This is an optimization exercise on Yosys and OpenROAD, whose aim is small area, a short achievable clock period and few clock cycles per item, not a production implementation.
In this exercise RTL edits were held to simulation tests only and were not proved equivalent to the original.
No activity file was given, so power comes from the tool's default toggle rates.

==> flow/design.v (outline; a module is shown in full before it is edited, if it fits) <==
// module pfe_xw: 368 lines
// module pfe_xw_sigma: 365 lines
// module pfe_xw_lim: 190 lines
// module pfe_xw_wsum: 1012 lines
module pfe_xw (
    input  wire         clk,
    input  wire         rst,
    input  wire         cmd_valid,
    output wire         cmd_ready,
    input  wire [1:0]   cmd_mode,      
    input  wire [31:0]  cmd_weight,    
    input  wire [7:0]   cmd_k,         
    input  wire [271:0] cmd_model,     
    input  wire [15:0]  cmd_len,       
    input  wire         s_valid,
    output wire         s_ready,
    input  wire [15:0]  s_value,
    input  wire [3:0]   s_flags,       
    input  wire         s_rok,         
    input  wire [2:0]   s_tap,         
    output reg          m_valid,
    input  wire         m_ready,
    output reg  [15:0]  m_value,
    output reg  [3:0]   m_flags,
    output reg          m_last
);
  // ...
==> flow/flow/run.sh <==
#!/bin/bash
# The standard layout, with every input and output port buffered by a
# sky130_fd_sc_hd__buf_2 instead of the default port buffer cell.
set -euo pipefail
echo 'export BUFFER_PORTS_ARGS = -buffer_cell sky130_fd_sc_hd__buf_2' >> config.mk
bash standard.sh > standard.log 2>&1
==> flow/standard.sh <==
#!/bin/bash
# synth_recipe.tcl (not shown) runs the flow's synth.tcl, then flattens the netlist and writes it again
# the make line also repeats each setting of config.mk as NAME=value (left out here)
make -C /OpenROAD-flow-scripts/flow DESIGN_CONFIG=/design/flow/config.mk WORK_HOME=/design/flow/orfs CLKGATE_MAP_FILE= SYNTH_SCRIPT=/design/flow/synth_recipe.tcl "${@:-finish}"
==> flow/config.mk <==
export PLATFORM = sky130hd
export DESIGN_NAME = pfe_xw
export DESIGN_NICKNAME = pfe_xw
export VERILOG_FILES = /design/flow/design.v
export SDC_FILE = /design/flow/constraint.sdc
export NUM_CORES = 4
export LEC_CHECK = 0
export CAP_MARGIN = 80
export CORE_MARGIN = 2
export CORE_UTILIZATION = 65
export PLACE_DENSITY = 0.72
export SLEW_MARGIN = 60
export BUFFER_PORTS_ARGS = -buffer_cell sky130_fd_sc_hd__buf_2
==> flow/constraint.sdc <==
create_clock -name core_clock -period 26.0 [get_ports {clk}]
set_input_delay 5.2000 -clock core_clock [delete_from_list [all_inputs] [get_ports {clk}]]
set_output_delay 5.2000 -clock core_clock [all_outputs]
set_load 0.01 [all_outputs]
==> impl_results.md, run 1 <==
* Register area share after synthesis at 0.386
* CP startpoint: d1_rq[15]$_DFFE_PN_
* Worst Path Arrival at 7.85 ns
* Slew Viols, Final at 0
* Post-layout util at 0.748
* Layout clock area frac at 0.0393
* Root Buffer: clkbuf_16
* Hold WS at 0.391 ns
* Max stage delay on crit path at 0.60 ns
* Final Total Pwr at 10600 uW
* CTS Sinks at 1105
* CP Max Fanout at 19
* Synthesis Warnings at 1
* Max FFs per register at 272
* Hold Path Cell Cnt at 0
* Fin. Hold Viols at 0
* Outcome: timing/DRC/antenna clean
* Most used cell, CP: inv_1
* Period utilization at 0.284
* Post-Synth Adder-Cell Area at 0.269
* Nonclk inv count at 985
* Simple-Gate Fraction of Synth Area at 0.122
* Top pwr grp: combinational logic
* End point of the critical path: d2_rq[17]$_DFFE_PN_
* Multi-input gate area at 48000 um^2
* Syn Inst Count at 7699
* Die H at 365 um
* GRT busiest layer: met2
* CTS H-tree depth at 3
* Mux cell area share after synthesis at 0.0209
* Core ar. at 129000 um^2
* Clock share of power at 0.157
* Resize count post-CTS at 0
Testbench counts, summed over its fixed seeds: cycles 53,124, samples 52,260.
==> module pfe_xw, before the edit <==
module pfe_xw (
    input  wire         clk,
    input  wire         rst,
    input  wire         cmd_valid,
    output wire         cmd_ready,
    input  wire [1:0]   cmd_mode,      
    input  wire [31:0]  cmd_weight,    
    input  wire [7:0]   cmd_k,         
    input  wire [271:0] cmd_model,     
    input  wire [15:0]  cmd_len,       
    input  wire         s_valid,
    output wire         s_ready,
    input  wire [15:0]  s_value,
    input  wire [3:0]   s_flags,       
    input  wire         s_rok,         
    input  wire [2:0]   s_tap,         
    output reg          m_valid,
    input  wire         m_ready,
    output reg  [15:0]  m_value,
    output reg  [3:0]   m_flags,
    output reg          m_last
);
    reg         cmd_rdy;
    reg         s_rdy;
    reg         expect_s;      
    reg  [15:0] remain;        
    reg         cur_tag;       
    reg         s_v;           
    reg         iv;            
    assign cmd_ready = cmd_rdy;
    assign s_ready   = s_rdy;
    wire cmd_fire = cmd_valid && cmd_rdy;
    wire s_fire   = s_valid && s_rdy;
    wire adv      = !s_v;      
    reg [271:0] model;
    reg [7:0]   kk0, kk1;
    reg [31:0]  wt0, wt1;
    reg [1:0]   md0, md1;
    reg  model_en;      
    wire old_busy;      
    wire cfg_en = model_en && !old_busy;
    always @(posedge clk) begin
        if (model_en)
            model <= cmd_model;
        if (cfg_en) begin
            if (cur_tag) begin
                kk0 <= cmd_k;  wt0 <= cmd_weight;  md0 <= cmd_mode;
            end else begin
                kk1 <= cmd_k;  wt1 <= cmd_weight;  md1 <= cmd_mode;
            end
        end
    end
    reg [15:0] ix;
    reg [3:0]  ifl;
    reg        irok;
    reg [2:0]  itap;
    reg        ilast;
    reg [3:0]  ike;        
    wire i_load = !iv || adv;
    always @(posedge clk) begin
        if (i_load) begin
            ix    <= s_value;
            ifl   <= s_flags;
            irok  <= s_rok;
            itap  <= s_tap;
            ilast <= (remain == 16'd1);
            ike   <= {1'b0, s_value[15:13]} + {3'd0, s_value[12]};
        end
    end
    reg [15:0] px0, px1, px2, px3, px4, px5, px6;
    reg [2:0]  pt0, pt1, pt2, pt3, pt4, pt5, pt6;      
    reg [6:0]  pok;                                    
    reg [6:0]  ptg;                                    
    reg [3:0]  prl;                                    
    reg [3:0]  pf0, pf1, pf2, pf3;                     
    reg [3:0]  pl;                                     
    reg [15:0] a_m0;              
    reg [16:0] a_dm;              
    reg [15:0] b_sig;             
    reg [15:0] c_lim;             
    reg [16:0] d_lo, d_hi;        
    wire [3:0] fl;
    assign fl[0] = prl[0] && (!expect_s || ptg[0] != cur_tag);
    assign fl[1] = prl[1] && (!expect_s || ptg[1] != cur_tag);
    assign fl[2] = prl[2] && (!expect_s || ptg[2] != cur_tag);
    assign fl[3] = prl[3] && (!expect_s || ptg[3] != cur_tag);
    wire en0 = adv && (iv || fl[0]);
    wire en1 = adv && (iv || fl[0] || fl[1]);
    wire en2 = adv && (iv || fl[0] || fl[1] || fl[2]);
    wire en3 = adv && (iv || fl[0] || fl[1] || fl[2] || fl[3]);
    wire [3:0]  ki  = ix[15:12];
    wire [2:0]  ko  = ki[3:1];                
    wire [3:0]  ke  = ike;                    
    reg  [15:0] m_odd, m_even;
    integer q;
    always @* begin
        m_odd  = 16'd0;
        m_even = 16'd0;
        for (q = 0; q < 8; q = q + 1)
            if (ko == q[2:0]) m_odd = model[32*q + 16 +: 16];
        for (q = 0; q < 9; q = q + 1)
            if (ke == q[3:0]) m_even = model[32*q +: 16];
    end
    wire [15:0] a_m0_n = ki[0] ? m_odd  : m_even;
    wire [15:0] a_m1_n = ki[0] ? m_even : m_odd;
    wire [16:0] a_dm_n = {1'b0, a_m1_n} - {1'b0, a_m0_n};
    wire [15:0] b_sig_n;
    pfe_xw_sigma u_sigma (.m0(a_m0), .dm(a_dm), .f(px0[11:0]), .sig(b_sig_n));
    wire [7:0]  c_k = ptg[1] ? kk1 : kk0;
    wire [15:0] c_lim_n;
    pfe_xw_lim u_lim (.k(c_k), .s(b_sig), .lim(c_lim_n));
    always @(posedge clk) begin
        if (rst) begin
            prl <= 4'd0;
            pok <= 7'd0;
        end else begin
            if (en0) begin
                prl[0] <= iv;
                pok[0] <= iv && irok && !ifl[0] && !ifl[2];
            end
            if (en1) begin
                prl[1] <= en0 && prl[0];
                pok[1] <= en0 && pok[0];
            end
            if (en2) begin
                prl[2] <= en1 && prl[1];
                pok[2] <= en1 && pok[1];
            end
            if (en3) begin
                prl[3] <= en2 && prl[2];
                pok[3] <= en2 && pok[2];
                pok[6:4] <= pok[5:3];
            end
        end
    end
    always @(posedge clk) begin
        if (en0) begin
            px0 <= ix;  pt0 <= itap;  pf0 <= ifl;  pl[0] <= ilast;
            ptg[0] <= cur_tag;
            a_m0 <= a_m0_n;  a_dm <= a_dm_n;
        end
        if (en1) begin
            px1 <= px0;  pt1 <= pt0;  pf1 <= pf0;  pl[1] <= pl[0];
            ptg[1] <= ptg[0];
            b_sig <= b_sig_n;
        end
        if (en2) begin
            px2 <= px1;  pt2 <= pt1;  pf2 <= pf1;  pl[2] <= pl[1];
            ptg[2] <= ptg[1];
            c_lim <= c_lim_n;
        end
        if (en3) begin
            px3 <= px2;  pt3 <= pt2;  pf3 <= pf2;  pl[3] <= pl[2];
            ptg[3] <= ptg[2];
            d_lo <= {1'b0, px2} - {1'b0, c_lim};
            d_hi <= {1'b0, px2} + {1'b0, c_lim};
            px4 <= px3;  pt4 <= pt3;  ptg[4] <= ptg[3];
            px5 <= px4;  pt5 <= pt4;  ptg[5] <= ptg[4];
            px6 <= px5;  pt6 <= pt5;  ptg[6] <= ptg[5];
        end
    end
    wire [1:0]  e_md  = ptg[3] ? md1 : md0;
    wire        e_byp = (e_md == 2'd0) || pf3[0] || pf3[2];
    function ge16;
        input [15:0] a;
        input [15:0] b;
        reg   [15:0] g, l;
        integer i, w;
        begin
            g = a & ~b;
            l = ~a & b;
            for (w = 1; w < 16; w = w * 2)
                for (i = 0; i < 16; i = i + 2 * w) begin
                    g[i] = g[i + w] | (~l[i + w] & g[i]);
                    l[i] = l[i + w] | (~g[i + w] & l[i]);
                end
            ge16 = ~l[0];
        end
    endfunction
    function adm_f;
        input [15:0] xj;
        input [2:0]  tj;
        input        okj;
        input        tgj;
        input [2:0]  tc;
        input        tgc;
        input [16:0] lo;
        input [16:0] hi;
        begin
            adm_f = okj && (tgj == tgc) && (tj == tc)
                    && (lo[16] || ge16(xj, lo[15:0]))
                    && (hi[16] || ge16(hi[15:0], xj));
        end
    endfunction
    wire a0 = !e_byp && e_md[1] && adm_f(px0, pt0, pok[0], ptg[0], pt3, ptg[3], d_lo, d_hi);
    wire a1 = !e_byp &&            adm_f(px1, pt1, pok[1], ptg[1], pt3, ptg[3], d_lo, d_hi);
    wire a2 = !e_byp &&            adm_f(px2, pt2, pok[2], ptg[2], pt3, ptg[3], d_lo, d_hi);
    wire a4 = !e_byp &&            adm_f(px4, pt4, pok[4], ptg[4], pt3, ptg[3], d_lo, d_hi);
    wire a5 = !e_byp &&            adm_f(px5, pt5, pok[5], ptg[5], pt3, ptg[3], d_lo, d_hi);
    wire a6 = !e_byp && e_md[1] && adm_f(px6, pt6, pok[6], ptg[6], pt3, ptg[3], d_lo, d_hi);
    wire [16:0] e_s1 = (a2 ? {1'b0, px2} : 17'd0) + (a4 ? {1'b0, px4} : 17'd0);
    wire [16:0] e_s2 = (a1 ? {1'b0, px1} : 17'd0) + (a5 ? {1'b0, px5} : 17'd0);
    wire [16:0] e_s3 = (a0 ? {1'b0, px0} : 17'd0) + (a6 ? {1'b0, px6} : 17'd0);
    wire [1:0]  e_n1 = {1'b0, a2} + {1'b0, a4};
    wire [1:0]  e_n2 = {1'b0, a1} + {1'b0, a5};
    wire [1:0]  e_n3 = {1'b0, a0} + {1'b0, a6};
    reg        w1_v;
    reg [15:0] w1_x;
    reg [16:0] w1_s1, w1_s2, w1_s3;
    reg [1:0]  w1_n1, w1_n2, w1_n3;
    reg [3:0]  w1_f;
    reg        w1_l, w1_tg;
    always @(posedge clk) begin
        if (rst)
            w1_v <= 1'b0;
        else if (adv)
            w1_v <= en3 && prl[3];
        if (adv) begin
            w1_x  <= px3;
            w1_s1 <= e_s1;  w1_s2 <= e_s2;  w1_s3 <= e_s3;
            w1_n1 <= e_n1;  w1_n2 <= e_n2;  w1_n3 <= e_n3;
            w1_f  <= pf3;   w1_l <= pl[3];  w1_tg <= ptg[3];
        end
    end
    wire [31:0] m_wt = w1_tg ? wt1 : wt0;
    function [10:0] wmul;       
        input [1:0] n;
        input [7:0] w;
        begin
            wmul = (n[1] ? {2'b00, w, 1'b0} : 11'd0) | (n[0] ? {3'b000, w} : 11'd0);
        end
    endfunction
    wire [10:0] m_w  = {3'd0, m_wt[7:0]} + wmul(w1_n1, m_wt[15:8])
                     + wmul(w1_n2, m_wt[23:16]) + wmul(w1_n3, m_wt[31:24]);
    wire [12:0] m_w3 = {2'b00, m_w} + {1'b0, m_w, 1'b0};
    wire [26:0] m_a, m_b;
    pfe_xw_wsum u_wsum (.wt(m_wt), .x(w1_x), .s1(w1_s1), .s2(w1_s2), .s3(w1_s3),
                        .n_a(m_a), .n_b(m_b));
    reg        w2_v;
    reg [26:0] w2_a, w2_b;
    reg [10:0] w2_w;
    reg [12:0] w2_w3;
    reg [3:0]  w2_f;
    reg        w2_l;
    always @(posedge clk) begin
        if (rst)
            w2_v <= 1'b0;
        else if (adv)
            w2_v <= w1_v;
        if (adv) begin
            w2_a <= m_a;  w2_b <= m_b;  w2_w <= m_w;  w2_w3 <= m_w3;
            w2_f <= w1_f;  w2_l <= w1_l;
        end
    end
    wire [26:0] m2_n = w2_a + w2_b;
    function [26:0] div_step;   
        input [26:0] rq;
        input [10:0] d;
        input [12:0] d3;
        reg   [13:0] t1, t2, t3;
        reg   [12:0] rr;
        reg   [10:0] r;
        reg   [15:0] nq;
        begin
            r  = rq[26:16];
            nq = rq[15:0];
            rr = {r, nq[15:14]};
            t1 = {1'b0, rr} - {3'b000, d};
            t2 = {1'b0, rr} - {2'b00, d, 1'b0};
            t3 = {1'b0, rr} - {1'b0, d3};
            if (!t3[13])      div_step = {t3[10:0], nq[13:0], 2'd3};
            else if (!t2[13]) div_step = {t2[10:0], nq[13:0], 2'd2};
            else if (!t1[13]) div_step = {t1[10:0], nq[13:0], 2'd1};
            else              div_step = {rr[10:0], nq[13:0], 2'd0};
        end
    endfunction
    reg        d1_v, d2_v, d3_v, d4_v;
    reg [26:0] d1_rq, d2_rq, d3_rq, d4_rq;
    reg [10:0] d1_d, d2_d, d3_d, d4_d;
    reg [12:0] d1_d3, d2_d3, d3_d3, d4_d3;
    reg [3:0]  d1_f, d2_f, d3_f, d4_f;
    reg        d1_l, d2_l, d3_l, d4_l;
    wire [26:0] dr1 = div_step(m2_n, w2_w, w2_w3);
    wire [26:0] dr2 = div_step(div_step(d1_rq, d1_d, d1_d3), d1_d, d1_d3);
    wire [26:0] dr3 = div_step(div_step(d2_rq, d2_d, d2_d3), d2_d, d2_d3);
    wire [26:0] dr4 = div_step(div_step(d3_rq, d3_d, d3_d3), d3_d, d3_d3);
    wire [26:0] dr5 = div_step(d4_rq, d4_d, d4_d3);
    wire [10:0] half_up = {1'b0, d4_d[10:1]} + {10'd0, d4_d[0]};
    wire [15:0] quo = dr5[15:0] + {15'd0, (dr5[26:16] >= half_up)};
    always @(posedge clk) begin
        if (rst) begin
            d1_v <= 1'b0;
            d2_v <= 1'b0;
            d3_v <= 1'b0;
            d4_v <= 1'b0;
        end else if (adv) begin
            d1_v <= w2_v;
            d2_v <= d1_v;
            d3_v <= d2_v;
            d4_v <= d3_v;
        end
        if (adv) begin
            d1_rq <= dr1;  d1_d <= w2_w;  d1_d3 <= w2_w3;  d1_f <= w2_f;  d1_l <= w2_l;
            d2_rq <= dr2;  d2_d <= d1_d;  d2_d3 <= d1_d3;  d2_f <= d1_f;  d2_l <= d1_l;
            d3_rq <= dr3;  d3_d <= d2_d;  d3_d3 <= d2_d3;  d3_f <= d2_f;  d3_l <= d2_l;
            d4_rq <= dr4;  d4_d <= d3_d;  d4_d3 <= d3_d3;  d4_f <= d3_f;  d4_l <= d3_l;
        end
    end
    reg [15:0] sk_value;
    reg [3:0]  sk_flags;
    reg        sk_last;
    wire push = adv && d4_v;
    wire pop  = m_valid && m_ready;
    always @(posedge clk) begin
        if (rst) begin
            m_valid <= 1'b0;
            s_v     <= 1'b0;
        end else begin
            if (s_v) begin
                if (pop) begin
                    s_v <= 1'b0;
                end
            end else if (push) begin
                if (m_valid && !pop) s_v <= 1'b1;
                else                 m_valid <= 1'b1;
            end else if (pop) begin
                m_valid <= 1'b0;
            end
        end
        if (!m_valid || m_ready) begin
            m_value <= s_v ? sk_value : quo;
            m_flags <= s_v ? sk_flags : d4_f;
            m_last  <= s_v ? sk_last  : d4_l;
        end
        if (!s_v) begin
            sk_value <= quo;
            sk_flags <= d4_f;
            sk_last  <= d4_l;
        end
    end
    wire s_v_n = s_v ? !pop : (push && m_valid && !pop);
    wire iv_n  = s_fire || (iv && !adv);
    wire exp_n = cmd_fire || (expect_s && !(s_fire && remain == 16'd1));
    assign old_busy = (prl[0] && ptg[0] != cur_tag) || (prl[1] && ptg[1] != cur_tag)
                 || (prl[2] && ptg[2] != cur_tag) || (prl[3] && ptg[3] != cur_tag)
                 || (w1_v && w1_tg != cur_tag);
    always @(posedge clk) begin
        if (rst) begin
            cmd_rdy  <= 1'b0;
            model_en <= 1'b0;
            s_rdy    <= 1'b0;
            expect_s <= 1'b0;
            cur_tag  <= 1'b0;
            iv       <= 1'b0;
        end else begin
            expect_s <= exp_n;
            iv       <= iv_n;
            if (cmd_fire) cur_tag <= !cur_tag;
            s_rdy    <= exp_n && (!iv_n || !s_v_n);
            cmd_rdy  <= !exp_n && (!iv_n || !s_v_n) && !old_busy;
            model_en <= !exp_n && (!iv_n || !s_v_n);
        end
        if (model_en)
            remain <= cmd_len;
        else if (s_fire)
            remain <= remain - 16'd1;
    end
endmodule
==> run 2, diff against run 1 <==
--- a/flow/design.v
+++ b/flow/design.v
@@ -277,13 +277,14 @@
     reg        d1_v, d2_v, d3_v, d4_v;
     reg [26:0] d1_rq, d2_rq, d3_rq, d4_rq;
     reg [10:0] d1_d, d2_d, d3_d, d4_d;
-    reg [12:0] d1_d3, d2_d3, d3_d3, d4_d3;
+    reg [12:0] d1_d3, d2_d3, d3_d3;
     reg [3:0]  d1_f, d2_f, d3_f, d4_f;
     reg        d1_l, d2_l, d3_l, d4_l;
     wire [26:0] dr1 = div_step(m2_n, w2_w, w2_w3);
     wire [26:0] dr2 = div_step(div_step(d1_rq, d1_d, d1_d3), d1_d, d1_d3);
     wire [26:0] dr3 = div_step(div_step(d2_rq, d2_d, d2_d3), d2_d, d2_d3);
     wire [26:0] dr4 = div_step(div_step(d3_rq, d3_d, d3_d3), d3_d, d3_d3);
+    wire [12:0] d4_d3 = {2'b00, d4_d} + {1'b0, d4_d, 1'b0};    
     wire [26:0] dr5 = div_step(d4_rq, d4_d, d4_d3);
     wire [10:0] half_up = {1'b0, d4_d[10:1]} + {10'd0, d4_d[0]};
     wire [15:0] quo = dr5[15:0] + {15'd0, (dr5[26:16] >= half_up)};
@@ -303,7 +304,7 @@
             d1_rq <= dr1;  d1_d <= w2_w;  d1_d3 <= w2_w3;  d1_f <= w2_f;  d1_l <= w2_l;
             d2_rq <= dr2;  d2_d <= d1_d;  d2_d3 <= d1_d3;  d2_f <= d1_f;  d2_l <= d1_l;
             d3_rq <= dr3;  d3_d <= d2_d;  d3_d3 <= d2_d3;  d3_f <= d2_f;  d3_l <= d2_l;
-            d4_rq <= dr4;  d4_d <= d3_d;  d4_d3 <= d3_d3;  d4_f <= d3_f;  d4_l <= d3_l;
+            d4_rq <= dr4;  d4_d <= d3_d;  d4_f <= d3_f;  d4_l <= d3_l;
         end
     end
     reg [15:0] sk_value;
==> flow/flow/run.sh (replaced) <==
#!/bin/bash
# The standard layout, with every input and output port buffered by a
# sky130_fd_sc_hd__buf_1 instead of the default port buffer cell.
set -euo pipefail
echo 'export BUFFER_PORTS_ARGS = -buffer_cell sky130_fd_sc_hd__buf_1' >> config.mk
bash standard.sh > standard.log 2>&1
==> flow/config.mk (replaced) <==
export PLATFORM = sky130hd
export DESIGN_NAME = pfe_xw
export DESIGN_NICKNAME = pfe_xw
export VERILOG_FILES = /design/flow/design.v
export SDC_FILE = /design/flow/constraint.sdc
export NUM_CORES = 4
export LEC_CHECK = 0
export CAP_MARGIN = 20
export CORE_MARGIN = 2
export CORE_UTILIZATION = 65
export PLACE_DENSITY = 0.72
export SLEW_MARGIN = 20
export BUFFER_PORTS_ARGS = -buffer_cell sky130_fd_sc_hd__buf_1
==> impl_results.md, run 2 <==
* Layout cells sized above 1 at 0.0500
* Top-count cell post-synth: inv_1
* Fraction of registers with async set or reset after synthesis at 0
* Outcome: timing/DRC/antenna clean
* Post-route design area at 92600 um^2
* DP Cell Count at 9698
* WP buf/inv at 1
* Row cnt at 132
* Register area share after synthesis at 0.380 (-0.00541)
* Clock Latency Late Sink at 0.79 ns
* Maximum root-to-sink buffer count at 3
* EDFF count, synth at 1047
* Fin crit period at 7.12 ns
* LEAKAGE at 0.0370 uW
* Crit-path cells: inv_1, ha_1, nor2b_1, o21ai_0, a21oi_1, o31a_1, or4_1, nand2_1, o21ai_0, mux2i_1, fa_1, a21o_1, a21oi_1, o21ai_0, o21ai_0, a21oi_1, o21ai_0, o2bb2ai_1, nor3b_1, nor2_1, a22oi_1, o21ai_0
* First DRT Iteration DRCs at 5632
* Final setup fails at 0
* Die W at 366 um
* Hold Path Cell Cnt at 0 (unchanged)
* PwrDens at 109 nW/um^2
* Top cell type's share of synthesized area at 0.369
* Max FFs per register at 272 (unchanged)
* Fmax at 0.141 GHz
* Crit Reg-Reg Endpoint: d4_rq[24]$_DFFE_PN_
* Final Total Pwr at 10100 uW (-4.8%)
* Cts bufs inserted at 112
* Number of I/O pins at 383
* Post-Syn Area at 85100 um^2
* Largest net degree at the start of global routing at 110
* Startpoint type of the worst setup path: register
* Setup TNS Final at 0 ns
* R2R depth at 22
* Max_slew headroom at 0.168
* Most frequent cells in the layout: inv_1, edfxtp_1, fa_1, ha_1, nand2_1
* Clk_skew at 0.0697 ns
* CTS Hold Bufs at 0
* Die ar. at 134000 um^2
* Most used cell, CP: o21ai_0
* Fin. Hold Viols at 0 (unchanged)
* Syn Inst Count at 7702 (+0.039%)
* Post-Syn Nets at 9382
* Worst Hold Endpoint: pl[1]$_DFFE_PP_
* Most common cell after layout, fill and taps aside: inv_1
* Synthesis Warnings at 1 (unchanged)
* Setup crit end kind: register
* Worst-Margin Slew at 1.22 ns
* Setup bufs post-CTS at 0
* Seq cells post-synth at 1093
* CTS Sinks at 1093 (-1.1%)
* Top Registers: model x272, wt0 x32, wt1 x32
* Worst vdd ir at 0.000152 V
* IO buf count at 382
* Dpl cell area at 88700 um^2
* Vias post-DR at 60600
* Period utilization at 0.274 (-0.0106)
* CTS tree: done
* Number of global-route vias before repair at 61600
* Worst Path Arrival at 7.58 ns (-0.27 ns)
* Die H at 366 um (+0.15%)
* Layout Nets at 9752
* Drt total wl at 243 mm
* Fillers at 9411
* CP Max Fanout at 10 (-9)
* CTS H-tree depth at 3 (unchanged)
* Ys flop type: edfxtp_1
* Global-route wire length before repair at 368 mm
* HP Class: reg2reg
* Core ar. at 130000 um^2 (+0.26%)
* RSZ-0062 raised after global routing: false
* Synth Area per Inst at 11.1 um^2
* Total congestion overflow at 0
* Starting Density at 0.656
* CP Class: reg2reg
* DR WL/cell at 24.4 um
* Post-layout util at 0.714 (-0.0349)
* Non-Filler Instances at 9937
* Root Buffer: clkbuf_16
* Largest cells by area after synthesis: edfxtp_1, fa_1, ha_1, inv_1, and2_1
* Max-cap viol count at 0
* Min-delay src: pl[0]$_DFFE_PP_
* Worst EP required at 26.46 ns
* Slowest-stage cell, CP: nor3b_1
* Post-DP HPWL at 186 mm
* Drt pass-1 iters at 9
* Reg-to-reg startpoint: d3_d[1]$_DFFE_PN_
* Final ANT Viol Nets at 0
* R2R setup slack at 18.88 ns
* Resize count post-CTS at 0 (unchanged)
* Initial antenna violation count at 44
* Max stage delay on crit path at 0.86 ns (+0.26 ns)
* Crit-path leading delay family: compound AO/OA/AOI/OAI gates
* Synth-to-Final Area Change at 8.81%
* # DRC at 0
* Post-synth cell types at 91
* Worst-path clk slew at 0.06 ns
* Slew Viols, Final at 0 (unchanged)
* Gp weighted congestion at 0.983
* Global router's overall resource usage at 0.364
* Post-synth top cells: inv_1, edfxtp_1, fa_1, ha_1, nand2_1
* Avg Vias per Cell at 6.10
* Largest Register: model
* Post-synthesis cell type with the largest combined area: edfxtp_1
[run 2: cell families (layout without fill, tap and decap cells)]
group	after synthesis	count (layout)	share of synthesized area
fa+ha+maj	1427	1427	0.276
simple gates	2055	2055	0.125
compound gates	1317	1317	0.102
flops	1093	1093	0.380
buf+inv	1273	1738	0.0565
xor+xnor	343	343	0.0353
other cells	0	28	0
mux	194	194	0.0243
[run 2: area by class of cell]
| cell class | instances | area (um^2) | share of cell area |
|---|---|---|---|
| antenna | 28 | 70.1 | 0.000756 |
| clock buffer | 130 | 2950 | 0.0319 |
| clock inverter | 79 | 895 | 0.00966 |
| inverter | 1087 | 4090 | 0.0442 |
| multi-input combinational | 5336 | 48200 | 0.520 |
| sequential | 1093 | 32400 | 0.349 |
| tap | 1742 | 2180 | 0.0235 |
| timing repair buffer | 442 | 1910 | 0.0207 |
[run 2: worst max-delay path by stage]
stage | start | to | slack (ns) | depth (start not counted)
detailed placement | d3_d[1]$_DFFE_PN_ | d4_rq[20]$_DFFE_PN_ | 18.98 | 22
CTS | d3_d[1]$_DFFE_PN_ | d4_rq[26]$_DFFE_PN_ | 18.94 | 21
floorplan | s_v$_SDFF_PP0_ | d_hi[10]$_DFFE_PP_ | 11.27 | 5
global placement | d1_d[1]$_DFFE_PN_ | d2_rq[16]$_DFFE_PN_ | 19.07 | 22
global route | d3_d[1]$_DFFE_PN_ | d4_rq[20]$_DFFE_PN_ | 18.32 | 22
finish | d3_d[1]$_DFFE_PN_ | d4_rq[24]$_DFFE_PN_ | 18.88 | 22
[run 2: power by group]
group | internal [uW] | leakage [uW] | total [uW] | switching [uW]
Sequential | 2370 | 0.0108 | 2580 | 214
Combinational | 2430 | 0.0243 | 5870 | 3440
Clock | 935 | 0.00186 | 1670 | 738
Total | 5730 | 0.0370 | 10100 | 4390
[run 2: through the flow]
stage	hold WS, ns	setup WS (ns)
6_report	0.415	18.88
5_1_grt	0.411	18.32
4_1_cts	0.412	18.94
3_5_place_dp	0.405	18.98
3_3_place_gp	0.401	19.07
2_1_floorplan	0.400	11.27
[run 2: routing by layer]
| metal | global-route usage | up-vias | wire length (um) |
|---|---|---|---|
| li1 | - | 27100 | - |
| met1 | 0.477 | 30100 | 94200 |
| met2 | 0.590 | 2831 | 115000 |
| met3 | 0.0750 | 603 | 21700 |
| met4 | 0.160 | 20 | 12100 |
| met5 | 0 | - | 132 |
Testbench counts of run 2, summed over its fixed seeds: cycles 53,124, samples 52,260.

## afterwards: timing with drivers on the ports
Ports are ideal in the flow. The routed layouts listed here were re-timed in OpenROAD.
Step 1: set_driving_cell puts a clkbuf_16 on clk and a buf_2 on each other input, an assumption about the parent block.
Step 2 adds t to the input delays and takes it off the output delays; t is the mean of the earliest and latest rising clock arrival at the registers after step 1. Input paths then give back, and output paths get back, about the clock's delay inside the block.
Three values: ideal, step 1, step 2; two values: the first two.
| run | t, ns | slack for setup (ns) | worst hold slack (ns) | worst setup path after step 2 | slew at the worst register clock pin (ns) |
|---|---|---|---|---|---|
| run 1 | 0.825 | 18.610 / 18.610 / 18.610 | 0.391 / 0.391 / 0.391 | register to register | 0.07 / 0.07 |
| run 2 | 0.838 | 18.884 / 18.884 / 18.884 | 0.415 / 0.415 / 0.415 | register to register | 0.07 / 0.07 |
After both steps every run listed still meets setup and hold.
